Background: an optimization exercise with open tools, aiming at small area, a short achievable clock period and few clock cycles per item. Do not read the settings as production practice.
In this exercise RTL edits were held to simulation tests only and were not proved equivalent to the original.

== main ==
// sha384
module sha384 (
    input  wire         clk,
    input  wire         rst,            
    input  wire         in_valid,
    output wire         in_ready,
    input  wire [63:0]  in_data,        
    input  wire         in_first,       
    input  wire         in_last,        
    output wire [383:0] digest,         
    output reg          digest_valid
);
export LEC_CHECK = 0
export CAP_MARGIN = 40
export CORE_MARGIN = 2
export CORE_UTILIZATION = 40
export SLEW_MARGIN = 40
export SYNTH_MEMORY_MAX_BITS = 16384
create_clock -name core_clock -period 12.0 [get_ports {clk}]
standard.sh (not shown) runs the stock make flow with config.mk's settings and CLKGATE_MAP_FILE= SYNTH_SCRIPT=/design/flow/synth_recipe.tcl, a recipe that flattens the netlist after the stock synthesis.
==> flow/flow/run.sh <==
#!/bin/bash
set -euo pipefail
export SETUP_SLACK_MARGIN=${MARGIN:-6.5}
bash standard.sh > layout.log 2>&1
Testbench counts of main, summed over its fixed seeds: cycles 191,696, blocks 2,396.
Relative to main, the following input files were edited for the feature branch:
- CORE_UTILIZATION: 40 -> 45
- PLACE_DENSITY: unset -> 0.65
==> flow/flow/run.sh <==
#!/bin/bash
set -euo pipefail
export SETUP_SLACK_MARGIN=${MARGIN:-6.2}
bash standard.sh > layout.log 2>&1
Notes after the runs:
- Cmp main and the feature branch / sequential fraction of total cell area / lower: main
- Sum of routed wire length over all layers (the feature branch over main): decrease, about 5%
- Setup slack: the feature branch less than main
- Diff main and the feature branch: standard-cell row count lower in the feature branch
- Higher number of inserted filler cells in the final layout among main and the feature branch: main

* * *

Starting RTL as in the previous note.
Settings: LEC_CHECK=0, CAP_MARGIN=40, CORE_MARGIN=2, CORE_UTILIZATION=40, SLEW_MARGIN=40, SYNTH_MEMORY_MAX_BITS=16384; clock period 12.0 ns.
==> flow/flow/run.sh <==
#!/bin/bash
# The standard layout (the standard.sh) with timing repair aimed below the
# clock period (SETUP_SLACK_MARGIN ns of slack), and without the full-adder
# cells, so the carry-save trees are built from faster gates.
set -euo pipefail
export SETUP_SLACK_MARGIN=${MARGIN:-6.5}
export DONT_USE_CELLS="sky130_fd_sc_hd__fa_1 sky130_fd_sc_hd__fa_2 sky130_fd_sc_hd__fa_4"
bash standard.sh > layout.log 2>&1
The first run completed with no timing, DRC or antenna violations.
Testbench counts at the start, summed over its fixed seeds: cycles 191,696, blocks 2,396.
Rerun with:
==> flow/flow/run.sh (replaced) <==
#!/bin/bash
set -euo pipefail
export SETUP_SLACK_MARGIN=${MARGIN:-6.2}
bash standard.sh > layout.log 2>&1
ABC_AREA = 1   (was unset)
Clock skew grows by 0.0070 ns.
Die area grows by about 8%.
Worst setup slack is worse by 0.098 ns.
Via count grows by 16%.
Flip-flop and latch count is unchanged.
Final cell count grows by about 24%.
Non-clock buffer count shrinks by 284.
Wire length grows by 11%.
First-iteration DRC count grows by about 23%.
Rerun with:
ABC_AREA = unset   (was 1)
CORE_UTILIZATION = 50   (was 40)
What happened:
- The changed run finished with timing, DRC and antenna clean
- cell area decreases by 3.9%
- synthesized cell count falls by 25%
- core utilization is higher by 14 points
- setup slack gets worse by 0.11 ns
- die area goes down by 26%
- wire length shrinks by 13%
- register-to-register slack got worse by 0.11 ns
- hold slack got worse by 0.083 ns

* * *

Another version of the RTL of sha384 (not shown whole).
For scale: ~9800 cells after synthesis, roughly 460 I/O pins, ~98000 um2 of cells after synthesis.
clock: 12.0 ns
lec_check: 0
cap_margin: 40
core_margin: 2
core_utilization: 40
slew_margin: 40
synth_memory_max_bits: 16384
==> flow/flow/run.sh <==
#!/bin/bash
set -euo pipefail
export SETUP_SLACK_MARGIN=${MARGIN:-6.0}
bash standard.sh > layout.log 2>&1
Testbench counts at the start, summed over its fixed seeds: cycles 191,696, blocks 2,396.
Then changed:
==> flow/flow/run.sh (replaced) <==
#!/bin/bash
set -euo pipefail
export SETUP_SLACK_MARGIN=${MARGIN:-6.5}
bash standard.sh > layout.log 2>&1
- CORE_UTILIZATION: 40 -> 60
- PLACE_DENSITY: unset -> 0.7
Effect: The new run died in global routing (5_1_grt). Synthesized cell count stays the same. Synthesized area stays the same.
Then changed:
==> flow/flow/run.sh (replaced) <==
#!/bin/bash
set -euo pipefail
export SETUP_SLACK_MARGIN=${MARGIN:-7.0}
bash standard.sh > layout.log 2>&1
- CORE_UTILIZATION: 60 -> 40
- PLACE_DENSITY: 0.7 -> unset
The new run finished clean; area after synthesis is unchanged; synthesized cell count stays the same.
Then changed:
==> flow/flow/run.sh (replaced) <==
#!/bin/bash
set -euo pipefail
export SETUP_SLACK_MARGIN=${MARGIN:-6.5}
bash standard.sh > layout.log 2>&1
Global-route usage drops by 1.7 points.
Critical path depth went down by 3.
Via count falls by 1.7%.
Cell area fell by 3.1%.
First-iteration DRC count climbs by 2.7%.
Fmax is higher by 1.6%.
Final cell count shrinks by 1.3%.
Hold slack gets worse by 33 ps.
Then changed:
==> flow/run.sh (new file) <==
#!/bin/bash
# synth_recipe.tcl (not shown) runs the flow's synth.tcl, then flattens the netlist and writes it again
# the make line also repeats each setting of config.mk as NAME=value (left out here)
make -C /OpenROAD-flow-scripts/flow DESIGN_CONFIG=/design/flow/config.mk WORK_HOME=/design/flow/orfs CLKGATE_MAP_FILE= SYNTH_SCRIPT=/design/flow/synth_recipe.tcl finish
- SETUP_SLACK_MARGIN: unset -> 5
removed: flow/flow/run.sh
removed: flow/standard.sh
Outcome: The changed run produced a clean layout; sequential share of layout area came out higher by 1.7 points; via count fell by 1.4%; wire length is higher by 1.9%; first-iteration DRC count shrinks by 0.37%.

* * *

## v6
RTL: one of the versions met above, not the one the previous note started from.
Size: ~460 I/O pins, roughly 100000 um2 of cells after synthesis.
==> flow/config.mk <==
export PLATFORM = sky130hd
export DESIGN_NAME = sha384
export DESIGN_NICKNAME = sha384
export VERILOG_FILES = /design/flow/design.v
export SDC_FILE = /design/flow/constraint.sdc
export NUM_CORES = 8
export LEC_CHECK = 0
export CAP_MARGIN = 40
export CORE_MARGIN = 2
export CORE_UTILIZATION = 40
export SLEW_MARGIN = 40
export SYNTH_MEMORY_MAX_BITS = 16384
==> flow/constraint.sdc <==
create_clock -name core_clock -period 12.0 [get_ports {clk}]
set_input_delay 2.4000 -clock core_clock [delete_from_list [all_inputs] [get_ports {clk}]]
set_output_delay 2.4000 -clock core_clock [all_outputs]
set_load 0.01 [all_outputs]
==> flow/flow/run.sh <==
#!/bin/bash
# The standard layout (the standard.sh) with timing repair aimed below the
# clock period (SETUP_SLACK_MARGIN ns of slack), and with the full-adder cells
# added to the platform's don't-use list, so the carry-save trees are built
# from faster gates.
set -euo pipefail
export SETUP_SLACK_MARGIN=${MARGIN:-6.5}
DONT_USE="sky130_fd_sc_hd__probe_p_8 sky130_fd_sc_hd__probec_p_8 sky130_fd_sc_hd__lpflow_bleeder_1 sky130_fd_sc_hd__lpflow_clkbufkapwr_1 sky130_fd_sc_hd__lpflow_clkbufkapwr_16 sky130_fd_sc_hd__lpflow_clkbufkapwr_2 sky130_fd_sc_hd__lpflow_clkbufkapwr_4 sky130_fd_sc_hd__lpflow_clkbufkapwr_8 sky130_fd_sc_hd__lpflow_clkinvkapwr_1 sky130_fd_sc_hd__lpflow_clkinvkapwr_16 sky130_fd_sc_hd__lpflow_clkinvkapwr_2 sky130_fd_sc_hd__lpflow_clkinvkapwr_4 sky130_fd_sc_hd__lpflow_clkinvkapwr_8 sky130_fd_sc_hd__lpflow_decapkapwr_12 sky130_fd_sc_hd__lpflow_decapkapwr_3 sky130_fd_sc_hd__lpflow_decapkapwr_4 sky130_fd_sc_hd__lpflow_decapkapwr_6 sky130_fd_sc_hd__lpflow_decapkapwr_8 sky130_fd_sc_hd__lpflow_inputiso0n_1 sky130_fd_sc_hd__lpflow_inputiso0p_1 sky130_fd_sc_hd__lpflow_inputiso1n_1 sky130_fd_sc_hd__lpflow_inputiso1p_1 sky130_fd_sc_hd__lpflow_inputisolatch_1 sky130_fd_sc_hd__lpflow_isobufsrc_1 sky130_fd_sc_hd__lpflow_isobufsrc_16 sky130_fd_sc_hd__lpflow_isobufsrc_2 sky130_fd_sc_hd__lpflow_isobufsrc_4 sky130_fd_sc_hd__lpflow_isobufsrc_8 sky130_fd_sc_hd__lpflow_isobufsrckapwr_16 sky130_fd_sc_hd__lpflow_lsbuf_lh_hl_isowell_tap_1 sky130_fd_sc_hd__lpflow_lsbuf_lh_hl_isowell_tap_2 sky130_fd_sc_hd__lpflow_lsbuf_lh_hl_isowell_tap_4 sky130_fd_sc_hd__lpflow_lsbuf_lh_isowell_4 sky130_fd_sc_hd__lpflow_lsbuf_lh_isowell_tap_1 sky130_fd_sc_hd__lpflow_lsbuf_lh_isowell_tap_2 sky130_fd_sc_hd__lpflow_lsbuf_lh_isowell_tap_4 sky130_fd_sc_hd__fa_1 sky130_fd_sc_hd__fa_2 sky130_fd_sc_hd__fa_4"
bash standard.sh DONT_USE_CELLS="$DONT_USE" finish > layout.log 2>&1
In summary, v6 completed successfully, with a layout that passed the timing, design-rule and antenna checks.
Testbench counts of v6, summed over its fixed seeds: cycles 191,696, blocks 2,396.
Setup changes, v6 to v7
- CTS_BUF_LIST now sky130_fd_sc_hd__clkbuf_8, previously not set
- CTS_CLUSTER_SIZE now 24, previously not set
==> flow/flow/run.sh <==
#!/bin/bash
set -euo pipefail
export SETUP_SLACK_MARGIN=${MARGIN:-6.2}
bash standard.sh > layout.log 2>&1
==> comparison <==
From v6 to v7 the numbers moved as follows: post-route core utilization -1.4 points. Diff v6 -> v7 | count of placed standard cells including taps | decrease of 1265. Min time the worst path needs with I/O delays and setup across v7 and v6: v6. Side by side, die area turned out lower in v7 than in v6. In the flow results for v7 and v6, the global-route usage is larger on v7. Against v6, the final cell area of v7 is lower. | post-route fraction of the period consumed by the critical path | higher: v7 |. On total wirelength of the detailed-routed design, v6 loses to v7.

* * *

Starting RTL as in the previous note.
clock: 12.0 ns
lec_check: 0
cap_margin: 40
core_margin: 2
core_utilization: 40
slew_margin: 40
synth_memory_max_bits: 16384
==> flow/flow/run.sh <==
#!/bin/bash
set -euo pipefail
export SETUP_SLACK_MARGIN=${MARGIN:-6.2}
export REMOVE_ABC_BUFFERS=1
bash standard.sh > layout.log 2>&1
The baseline completed with no timing, DRC or antenna violations.
Testbench counts at the start, summed over its fixed seeds: cycles 191,696, blocks 2,396.
Then changed:
==> flow/run.sh (new file) <==
#!/bin/bash
# synth_recipe.tcl (not shown) runs the flow's synth.tcl, then flattens the netlist and writes it again
# the make line also repeats each setting of config.mk as NAME=value (left out here)
make -C /OpenROAD-flow-scripts/flow DESIGN_CONFIG=/design/flow/config.mk WORK_HOME=/design/flow/orfs CLKGATE_MAP_FILE= SYNTH_SCRIPT=/design/flow/synth_recipe.tcl finish
SETUP_SLACK_MARGIN = 5   (was default)
removed: flow/flow/run.sh
removed: flow/standard.sh
=> Worst setup slack degrades by 1.2 ns; final cell count drops by 0.71%; area after synthesis does not change; routed wire length rises by about 3.3%; maximum frequency is lower by about 17%.
Then changed:
SETUP_SLACK_MARGIN = 3   (was 5)
=> The changed run finished with timing, DRC and antenna clean; final cell count barely changes; area after synthesis does not change; sequential share of layout area climbs by 0.13 points; via count is about the same; cell area goes down by 0.36%; clock skew climbs by 0.0046 ns; worst setup slack gets worse by 1.1 ns; maximum frequency came out lower by 14%.
Then changed:
==> flow/flow/run.sh (new file) <==
#!/bin/bash
set -euo pipefail
export SETUP_SLACK_MARGIN=${MARGIN:-6.8}
bash standard.sh > layout.log 2>&1
==> flow/standard.sh (new file) <==
#!/bin/bash
# synth_recipe.tcl (not shown) runs the flow's synth.tcl, then flattens the netlist and writes it again
# the make line also repeats each setting of config.mk as NAME=value (left out here)
make -C /OpenROAD-flow-scripts/flow DESIGN_CONFIG=/design/flow/config.mk WORK_HOME=/design/flow/orfs CLKGATE_MAP_FILE= SYNTH_SCRIPT=/design/flow/synth_recipe.tcl "${@:-finish}"
SETUP_SLACK_MARGIN = default   (was 3)
removed: flow/run.sh
What happened: The changed run produced a clean layout. Count of clock-buffer cells in the layout goes up by 9. Flip-flop and latch count stays the same. Cell count goes up by 2.8%. Critical path depth goes down by 2. Synthesized area does not change. Worst setup slack gains 2.3 ns.
Then changed:
==> flow/flow/run.sh (replaced) <==
#!/bin/bash
set -euo pipefail
export SETUP_SLACK_MARGIN=${MARGIN:-6.2}
bash standard.sh > layout.log 2>&1
The changed run completed without violations.
Area after synthesis does not change.
Routed wire length fell by 2.1%.
Die area stays the same.
Final area fell by 5.4%.
Maximum frequency fell by 1.3%.
Via count fell by 3.1%.
Clock-buffer cell count fell by 10.
Then changed:
CTS_CLUSTER_SIZE = 32   (was default)
What happened: Cell area does not change; via count stays the same; routed wire length does not change; setup slack is unchanged; core utilization stays the same; final cell count does not change.

* * *

RTL: one of the versions met above, not the one the previous note started from.
Size: roughly 9,800 cells after synthesis, about 460 I/O pins, roughly 0.098 mm² of cells after synthesis.
Settings: LEC_CHECK=0, CAP_MARGIN=40, CORE_MARGIN=2, CORE_UTILIZATION=40, SLEW_MARGIN=40, SYNTH_MEMORY_MAX_BITS=16384; clock period 12.0 ns.
==> flow/flow/run.sh <==
#!/bin/bash
set -euo pipefail
export SETUP_SLACK_MARGIN=${MARGIN:-7.5}
bash standard.sh > layout.log 2>&1
Testbench counts at the start, summed over its fixed seeds: cycles 191,696, blocks 2,396.
==> next run, changes <==
==> flow/flow/run.sh (replaced) <==
#!/bin/bash
set -euo pipefail
export SETUP_SLACK_MARGIN=${MARGIN:-6.5}
bash standard.sh > layout.log 2>&1
--- a/flow/config.mk
+++ b/flow/config.mk
@@ -9,4 +9,5 @@
 export CORE_MARGIN = 2
 export CORE_UTILIZATION = 40
+export PLACE_DENSITY = 0.72
 export SLEW_MARGIN = 40
 export SYNTH_MEMORY_MAX_BITS = 16384
Outcome: Via count rose by 0.31%; die area stays the same; critical path depth does not change.
==> next run, changes <==
--- a/flow/config.mk
+++ b/flow/config.mk
@@ -9,5 +9,6 @@
 export CORE_MARGIN = 2
 export CORE_UTILIZATION = 40
-export PLACE_DENSITY = 0.72
+export CTS_BUF_LIST = sky130_fd_sc_hd__clkbuf_8
+export CTS_CLUSTER_SIZE = 24
 export SLEW_MARGIN = 40
 export SYNTH_MEMORY_MAX_BITS = 16384
=>
- The changed run finished with timing, DRC and antenna clean
- wire length rose slightly
- fmax rose slightly
- cell count rose slightly
- critical path depth rose by 5
- via count fell slightly
- clock skew rose by 90 ps
- worst hold slack is worse by 71 ps
- global-route usage is about the same
- die area is unchanged
- worst setup slack is better by 25 ps
==> next run, changes <==
--- a/flow/config.mk
+++ b/flow/config.mk
@@ -9,6 +9,5 @@
 export CORE_MARGIN = 2
 export CORE_UTILIZATION = 40
-export CTS_BUF_LIST = sky130_fd_sc_hd__clkbuf_8
-export CTS_CLUSTER_SIZE = 24
+export CTS_BUF_LIST = sky130_fd_sc_hd__clkbuf_4
 export SLEW_MARGIN = 40
 export SYNTH_MEMORY_MAX_BITS = 16384
The changed run completed with no timing, DRC or antenna violations.
Cell count rises by 2.7%.
Final area hardly moves.
Non-clock buffer count climbs by 43.
Count of clock-buffer cells in the layout went up by 335.
Synthesized area is unchanged.
Setup slack is better by 5.7 ps.
Routed wire length went up by 0.80%.

* * *

sha384 again, from the RTL that the note above started with.
==> flow/design.v (excerpt) <==
module sha384 (
    input  wire         clk,
    input  wire         rst,            
    input  wire         in_valid,
    output wire         in_ready,
    input  wire [63:0]  in_data,        
    input  wire         in_first,       
    input  wire         in_last,        
    output wire [383:0] digest,         
    output reg          digest_valid
);
==> flow/config.mk <==
export PLATFORM = sky130hd
export DESIGN_NAME = sha384
export DESIGN_NICKNAME = sha384
export VERILOG_FILES = /design/flow/design.v
export SDC_FILE = /design/flow/constraint.sdc
export NUM_CORES = 8
export LEC_CHECK = 0
export CAP_MARGIN = 40
export CORE_MARGIN = 2
export CORE_UTILIZATION = 40
export SLEW_MARGIN = 40
export SYNTH_MEMORY_MAX_BITS = 16384
==> flow/constraint.sdc <==
create_clock -name core_clock -period 12.0 [get_ports {clk}]
set_input_delay 2.4000 -clock core_clock [delete_from_list [all_inputs] [get_ports {clk}]]
set_output_delay 2.4000 -clock core_clock [all_outputs]
set_load 0.01 [all_outputs]
==> flow/flow/run.sh <==
#!/bin/bash
set -euo pipefail
export SETUP_SLACK_MARGIN=${MARGIN:-8.5}
bash standard.sh > layout.log 2>&1
The starting point completed with no timing, DRC or antenna violations.
Testbench counts at the start, summed over its fixed seeds: cycles 191,696, blocks 2,396.
Change:
==> flow/flow/run.sh (replaced) <==
#!/bin/bash
set -euo pipefail
export SETUP_SLACK_MARGIN=${MARGIN:-6.5}
bash standard.sh > layout.log 2>&1
--- a/flow/config.mk
+++ b/flow/config.mk
@@ -8 +8 @@
-export CAP_MARGIN = 40
+export CAP_MARGIN = 20
@@ -11 +11 @@
-export SLEW_MARGIN = 40
+export SLEW_MARGIN = 20
Outcome: The new run produced a clean layout; global-route usage goes down by 1.5 points; synthesized cell count does not change; count of clock-buffer cells in the layout came out lower by 5; synthesized area does not change; die area is unchanged; clock skew is higher by 0.039 ns; worst setup slack gains 0.082 ns; worst hold slack degrades by 0.019 ns.

[re-timing with driven ports]
In the flow no input, the clock included, has a driving cell. The finished layouts below were timed again as built, in two steps. Step 1: set_driving_cell puts a clkbuf_16 on clk and a buf_2 on each other input, an assumption about the parent block. Step 2 times the ports against the registers' clock, not the clock port: input delays grow and output delays shrink by t, the midpoint of the rising clock arrivals with the driver on. Slacks: no drivers / after step 1 / after step 2; pairs: no drivers / after step 1.
run | t (ns) | slack for setup (ns) | worst setup path at the end | slew at the worst register clock pin (ns)
main | 0.982 | 6.285 / 6.285 / 6.285 | register to register | 0.07 / 0.07
the feature branch | 0.980 | 6.148 / 6.148 / 6.148 | register to register | 0.07 / 0.07
the first run of note 2 | 0.982 | 6.285 / 6.285 / 6.285 | register to register | 0.07 / 0.07
the second run of note 2 | 1.015 | 6.187 / 6.187 / 6.187 | register to register | 0.08 / 0.08
the third run of note 2 | 0.984 | 6.082 / 6.082 / 6.082 | register to register | 0.07 / 0.07
the first run of note 3 | 0.998 | 5.897 / 5.897 / 5.897 | register to register | 0.07 / 0.07
the third run of note 3 | 0.991 | 6.046 / 6.046 / 6.046 | register to register | 0.09 / 0.09
the fourth run of note 3 | 0.981 | 6.141 / 6.141 / 6.141 | register to register | 0.07 / 0.07
the fifth run of note 3 | 0.994 | 5.086 / 5.086 / 5.086 | register to register | 0.07 / 0.07
v6 | 0.970 | 6.200 / 6.200 / 6.200 | register to register | 0.07 / 0.07
v7 | 1.183 | 6.120 / 6.120 / 6.120 | register to register | 0.08 / 0.08
the first run of note 5 | 0.962 | 6.183 / 6.183 / 6.183 | register to register | 0.09 / 0.09
the second run of note 5 | 0.958 | 5.024 / 5.024 / 5.024 | register to register | 0.07 / 0.07
the third run of note 5 | 0.966 | 3.912 / 3.912 / 3.912 | register to register | 0.07 / 0.07
the fourth run of note 5 | 0.979 | 6.227 / 6.227 / 6.227 | register to register | 0.07 / 0.07
the fifth run of note 5 | 0.986 | 6.150 / 6.150 / 6.150 | register to register | 0.07 / 0.07
the sixth run of note 5 | 0.986 | 6.150 / 6.150 / 6.150 | register to register | 0.07 / 0.07
the first run of note 6 | 0.998 | 5.974 / 5.974 / 5.974 | register to register | 0.08 / 0.08
the second run of note 6 | 0.963 | 6.013 / 6.013 / 6.013 | register to register | 0.08 / 0.08
the third run of note 6 | 1.153 | 6.038 / 6.038 / 6.038 | register to register | 0.07 / 0.07
the fourth run of note 6 | 1.488 | 6.043 / 6.043 / 6.043 | register to register | 0.09 / 0.09
the first run of note 7 | 1.004 | 6.019 / 6.019 / 6.019 | register to register | 0.07 / 0.07
the second run of note 7 | 0.979 | 6.101 / 6.101 / 5.905 | input to register | 0.08 / 0.08
After both steps setup and hold are still met in every run listed. For the second run of note 7, which loses most, drivers alone change the setup slack by 0.000 ns; drivers and shift together by -0.196 ns.
